From an optimization exercise on the open Yosys and OpenROAD flow, aimed at small area and a short achievable clock period; shortcuts taken in it are not production practice. Only simulation tests tie the RTL to the original design; equivalence was not proved. Power and IR drop assume default switching activity.

== run A ==
// pixcorr
module pixcorr (
    input  wire        clk,
    input  wire        rst,
    input  wire [31:0] cfg_dt,
    input  wire [31:0] cfg_h,
    input  wire [23:0] cfg_scene_ofs,
    input  wire [8:0]  cfg_alpha,
    input  wire [15:0] cfg_thr,
    input  wire        cfg_tf_en,
    input  wire        cfg_fresh,
    input  wire        frame_start,
    input  wire        frame_end,
    input  wire        in_valid,
    input  wire        in_blind,
    input  wire        in_sat,
    input  wire [23:0] in_xp,
    input  wire [23:0] in_b,
    input  wire [23:0] in_o,
    input  wire [15:0] in_d,
    input  wire [15:0] in_g,
    input  wire [15:0] in_s,
    output reg         out_valid,
    output reg  [15:0] out_y,
    output reg  [15:0] out_state,
    output reg         stats_valid,
    output reg  [19:0] st_nvalid,
    output reg  [19:0] st_ninvalid,
    output reg  [19:0] st_nbad,
    output reg  [19:0] st_nrsat,
    output reg  [19:0] st_clip_lo,
    output reg  [19:0] st_clip_hi,
    output reg  [19:0] st_motion,
    output reg  [15:0] st_min,
    output reg  [15:0] st_max,
    output reg  [35:0] st_sum
);
    reg [31:0] dt_r, h_r;
    reg [23:0] sofs_r;
    reg [4:0]  a_one, a_two, a_neg;
    reg [15:0] thr_r;
    reg        tf_en_r, fresh_r, dtnz_r;
    wire [10:0] a_ext = {1'b0, cfg_alpha, 1'b0};
    integer i;
    always @(posedge clk) begin
        dt_r    <= cfg_dt;
        dtnz_r  <= |cfg_dt;
        h_r     <= cfg_h;
        sofs_r  <= cfg_scene_ofs;
        for (i = 0; i < 5; i = i + 1) begin
            a_one[i] <= a_ext[2*i+1] ^ a_ext[2*i];
            a_two[i] <= (a_ext[2*i+2] & ~a_ext[2*i+1] & ~a_ext[2*i]) |
                        (~a_ext[2*i+2] & a_ext[2*i+1] & a_ext[2*i]);
            a_neg[i] <= a_ext[2*i+2];
        end
        thr_r   <= cfg_thr;
        tf_en_r <= cfg_tf_en;
        fresh_r <= cfg_fresh;
    end
    wire [23:0] xq = {~in_xp[23], in_xp[22:0]};
    wire [23:0] bq = {in_b[23], ~in_b[22:0]};
    wire [23:0] oq = {in_o[23] & ~in_blind, ~in_o[22:0] | {23{in_blind}}};
    wire [15:0] d_in = in_blind ? 16'd0 : in_d;
    wire [17:0] d_ext = {d_in[15], d_in, 1'b0};
    reg        p0_valid, p0_blind, p0_sat, p0_dnz, p0_dsgn;
    reg [23:0] p0_u, p0_w;
    reg [7:0]  p0_bone, p0_btwo, p0_bneg;
    reg [15:0] p0_g, p0_s;
    always @(posedge clk) begin
        if (rst) p0_valid <= 1'b0;
        else     p0_valid <= in_valid;
  ...
export LEC_CHECK = 0
export CAP_MARGIN = 20
export CORE_MARGIN = 2
export CORE_UTILIZATION = 40
export PLACE_DENSITY = 0.6
export SLEW_MARGIN = 20
create_clock -name core_clock -period 16.0 [get_ports {clk}]
standard.sh (not shown) runs the stock make flow with config.mk's settings and CLKGATE_MAP_FILE= SYNTH_SCRIPT=/design/flow/synth_recipe.tcl, a recipe that flattens the netlist after the stock synthesis.
==> flow/flow/run.sh <==
#!/bin/bash
# The standard layout with these changes to how it is made:
#  1. after the standard synthesis, flow/polarity.py removes inverters between
#     full adders (a full adder with all inputs and outputs inverted is the same
#     cell), leaving every register and all other logic as synthesized;
#  3. clock tree synthesis runs without dummy loads.
# The SDC, clock period and flow steps are the standard ones.
set -euo pipefail
here=$(pwd)
margin=$(cat flow/margin.txt)
cts="CTS_ARGS=-sink_clustering_enable -repair_clock_nets -dont_use_dummy_load -sink_clustering_size 24 -sink_clustering_max_diameter 130"
sed "s|\"\${@:-finish}\"|SETUP_SLACK_MARGIN=${margin} '${cts}' \"\${@:-finish}\"|" standard.sh > own_standard.sh
grep -q "SETUP_SLACK_MARGIN=${margin}" own_standard.sh
res="$here/orfs/results/${FLOW_PLATFORM:-sky130hd}/pixcorr/base"
bash own_standard.sh "$res/1_2_yosys.v" > "$here/make_synth.log" 2>&1
cp "$res/1_2_yosys.v" "$here/1_2_yosys.standard.v"
python3 flow/polarity.py "$here/1_2_yosys.standard.v" "$res/1_2_yosys.v" > "$here/polarity.log" 2>&1
touch "$res/1_2_yosys.v"
bash own_standard.sh > "$here/make_finish.log" 2>&1
Other scripts of this flow, unchanged in this note and not shown: flow/flow/margin.txt, flow/flow/polarity.py
Changes in run B relative to run A:
Settings: a change of CAP_MARGIN from 20 to 0; a change of SLEW_MARGIN from 20 to 0.
diff --git a/flow/flow/run.sh b/flow/flow/run.sh
--- a/flow/flow/run.sh
+++ b/flow/flow/run.sh
@@ -9,5 +9,5 @@
 here=$(pwd)
 margin=$(cat flow/margin.txt)
-cts="CTS_ARGS=-sink_clustering_enable -repair_clock_nets -dont_use_dummy_load -sink_clustering_size 24 -sink_clustering_max_diameter 130"
+cts="CTS_ARGS=-sink_clustering_enable -repair_clock_nets -dont_use_dummy_load"
 sed "s|\"\${@:-finish}\"|SETUP_SLACK_MARGIN=${margin} '${cts}' \"\${@:-finish}\"|" standard.sh > own_standard.sh
 grep -q "SETUP_SLACK_MARGIN=${margin}" own_standard.sh
### Flow results
Area fraction of clock buffers and clock inverters for run B is higher than for run A. Diff run A..run B | number of tap cells added at floorplan | unchanged. Final total power in run B vs run A: up 4.8%. Met1 global-route usage delta (run A -> run B): insignificant. Delta (run B minus run A): global-route wire length before repair has increased, cell area power density has increased, combinational group share of total power has decreased, die area has remained practically unchanged.
What run C does differently from run B at the input level:
Settings: a change of CAP_MARGIN from 0 to 20; an added GPL_ROUTABILITY_DRIVEN of 0; a change of SLEW_MARGIN from 0 to 20.
### Flow results
Higher worst setup slack was reported by run B, not run C. Of run B and run C, the run reporting the higher peak ir drop on the vdd network was run C. For run B, the capture point of the worst path was st_sum[21], unlike run C, where it was s1_c$_DFF_P_. Compare run B and run C | via total after detailed routing higher: run B.
Modified inputs, run D compared to run C
Settings: PLACE_DENSITY changed from 0.6 to 0.7; CORE_UTILIZATION changed from 40 to 45; GPL_ROUTABILITY_DRIVEN removed (was 0).
### Flow results
- Run D: fraction of met1 tracks used by global routing 1.2 points above run C
- Looking only at wire length on met2, and setting everything else aside, the higher value of run D and run C goes to run C.
- Of run D and run C, it is run D that has the lower final area.
- Summary of run D over run C: die outline area saw a decrease; first-pass GRT wire length went down.


alpha:
Starting RTL as in the previous note.
==> flow/design.v (excerpt) <==
module pixcorr (
    input  wire        clk,
    input  wire        rst,
    input  wire [31:0] cfg_dt,
    input  wire [31:0] cfg_h,
    input  wire [23:0] cfg_scene_ofs,
    input  wire [8:0]  cfg_alpha,
    input  wire [15:0] cfg_thr,
    input  wire        cfg_tf_en,
    input  wire        cfg_fresh,
    input  wire        frame_start,
    input  wire        frame_end,
    input  wire        in_valid,
    input  wire        in_blind,
    input  wire        in_sat,
    input  wire [23:0] in_xp,
    input  wire [23:0] in_b,
    input  wire [23:0] in_o,
    input  wire [15:0] in_d,
    input  wire [15:0] in_g,
    input  wire [15:0] in_s,
    output reg         out_valid,
    output reg  [15:0] out_y,
    output reg  [15:0] out_state,
    output reg         stats_valid,
    output reg  [19:0] st_nvalid,
    output reg  [19:0] st_ninvalid,
    output reg  [19:0] st_nbad,
    output reg  [19:0] st_nrsat,
    output reg  [19:0] st_clip_lo,
    output reg  [19:0] st_clip_hi,
    output reg  [19:0] st_motion,
    output reg  [15:0] st_min,
    output reg  [15:0] st_max,
    output reg  [35:0] st_sum
);
    reg [31:0] dt_r, h_r;
    reg [23:0] sofs_r;
    reg [4:0]  a_one, a_two, a_neg;
    reg [15:0] thr_r;
    reg        tf_en_r, fresh_r, dtnz_r;
    wire [10:0] a_ext = {1'b0, cfg_alpha, 1'b0};
    integer i;
    always @(posedge clk) begin
        dt_r    <= cfg_dt;
        dtnz_r  <= |cfg_dt;
        h_r     <= cfg_h;
        sofs_r  <= cfg_scene_ofs;
        for (i = 0; i < 5; i = i + 1) begin
            a_one[i] <= a_ext[2*i+1] ^ a_ext[2*i];
            a_two[i] <= (a_ext[2*i+2] & ~a_ext[2*i+1] & ~a_ext[2*i]) |
                        (~a_ext[2*i+2] & a_ext[2*i+1] & a_ext[2*i]);
            a_neg[i] <= a_ext[2*i+2];
        end
        thr_r   <= cfg_thr;
        tf_en_r <= cfg_tf_en;
        fresh_r <= cfg_fresh;
    end
  ...
==> flow/config.mk <==
export PLATFORM = sky130hd
export DESIGN_NAME = pixcorr
export DESIGN_NICKNAME = pixcorr
export VERILOG_FILES = /design/flow/design.v
export SDC_FILE = /design/flow/constraint.sdc
export NUM_CORES = 4
export LEC_CHECK = 0
export CAP_MARGIN = 10
export CORE_MARGIN = 2
export CORE_UTILIZATION = 40
export PLACE_DENSITY = 0.6
export SLEW_MARGIN = 10
==> flow/constraint.sdc <==
create_clock -name core_clock -period 16.0 [get_ports {clk}]
set_input_delay 3.2000 -clock core_clock [delete_from_list [all_inputs] [get_ports {clk}]]
set_output_delay 3.2000 -clock core_clock [all_outputs]
set_load 0.01 [all_outputs]
==> flow/flow/run.sh <==
#!/bin/bash
# The standard layout with these changes to how it is made:
#  1. after the standard synthesis, flow/polarity.py removes inverters between
#     full adders (a full adder with all inputs and outputs inverted is the same
#     cell), leaving every register and all other logic as synthesized;
#  3. clock tree synthesis runs without dummy loads.
# The SDC, clock period and flow steps are the standard ones.
set -euo pipefail
here=$(pwd)
margin=$(cat flow/margin.txt)
cts="CTS_ARGS=-sink_clustering_enable -repair_clock_nets -dont_use_dummy_load"
sed "s|\"\${@:-finish}\"|SETUP_SLACK_MARGIN=${margin} '${cts}' \"\${@:-finish}\"|" standard.sh > own_standard.sh
grep -q "SETUP_SLACK_MARGIN=${margin}" own_standard.sh
res="$here/orfs/results/${FLOW_PLATFORM:-sky130hd}/pixcorr/base"
bash own_standard.sh "$res/1_2_yosys.v" > "$here/make_synth.log" 2>&1
cp "$res/1_2_yosys.v" "$here/1_2_yosys.standard.v"
python3 flow/polarity.py "$here/1_2_yosys.standard.v" "$res/1_2_yosys.v" > "$here/polarity.log" 2>&1
touch "$res/1_2_yosys.v"
bash own_standard.sh > "$here/make_finish.log" 2>&1
==> flow/flow/margin.txt <==
11.5
Other scripts of this flow, unchanged in this note and not shown: flow/flow/polarity.py
What beta does differently from alpha at the input level:
- swapping 10 for 20 in CAP_MARGIN
- swapping 10 for 20 in SLEW_MARGIN
==> flow/flow/margin.txt <==
11.4
--- outcome ---
Between beta and alpha, it is beta whose internal cell power is lower, by about 0.9%.
beta -> alpha: deepest clock path buffer count delta 0, exact match
beta against alpha: setup slack now smaller; relative area change from synthesis to final layout now smaller; number of global-route vias before repair comparable.
--- input diff beta..gamma ---
- CTS_CLUSTER_DIAMETER newly set to 150
- CTS_CLUSTER_SIZE newly set to 30
==> flow/flow/run.sh <==
#!/bin/bash
set -euo pipefail
here=$(pwd)
margin=$(cat flow/margin.txt)
sed "s|\"\${@:-finish}\"|SETUP_SLACK_MARGIN=${margin} \"\${@:-finish}\"|" standard.sh > own_standard.sh
grep -q "SETUP_SLACK_MARGIN=${margin}" own_standard.sh
res="$here/orfs/results/${FLOW_PLATFORM:-sky130hd}/pixcorr/base"
bash own_standard.sh "$res/1_2_yosys.v" > "$here/make_synth.log" 2>&1
cp "$res/1_2_yosys.v" "$here/1_2_yosys.standard.v"
python3 flow/polarity.py "$here/1_2_yosys.standard.v" "$res/1_2_yosys.v" > "$here/polarity.log" 2>&1
touch "$res/1_2_yosys.v"
bash own_standard.sh > "$here/make_finish.log" 2>&1
==> flow/flow/margin.txt <==
11.5
==> comparison <==
Well tap count: beta vs gamma identical
The total vias in the final route in gamma sits 475 above the value recorded for beta.
gamma vs. beta: met1 capacity usage during global routing went down by 0.17 points.

==> separate check: timing with driven ports <==
How much do the figures lean on ideal ports? The routed layouts below were timed once more, with nothing changed but the port constraints.
Step 1 assumes that a clkbuf_16 drives the clock port and a buf_2 every other input.
Step 2, shift: input delay + t, output delay - t, t = (earliest + latest rising clock arrival at the registers) / 2. This alone moves slack from input paths to output paths.
Slacks: no drivers / after step 1 / after step 2; pairs: no drivers / after step 1.
run	t, ns	slack for setup (ns)	worst setup path after step 2	worst register clock-pin slew, ns	pins driven straight from the clock port
run A	0.701	11.551 / 11.475 / 10.945	input to register	0.11 / 0.11	1
run B	0.754	11.549 / 11.468 / 10.912	input to register	0.06 / 0.06	1
run C	0.748	11.426 / 11.426 / 10.857	input to register	0.06 / 0.06	1
run D	0.734	11.379 / 11.379 / 10.992	input to register	0.06 / 0.06	1
alpha	0.754	11.549 / 11.468 / 10.912	input to register	0.06 / 0.06	1
beta	0.765	11.451 / 11.373 / 10.818	input to register	0.07 / 0.07	1
gamma	0.722	11.542 / 11.466 / 10.951	input to register	0.12 / 0.12	1
After both steps every run listed still meets setup and hold.
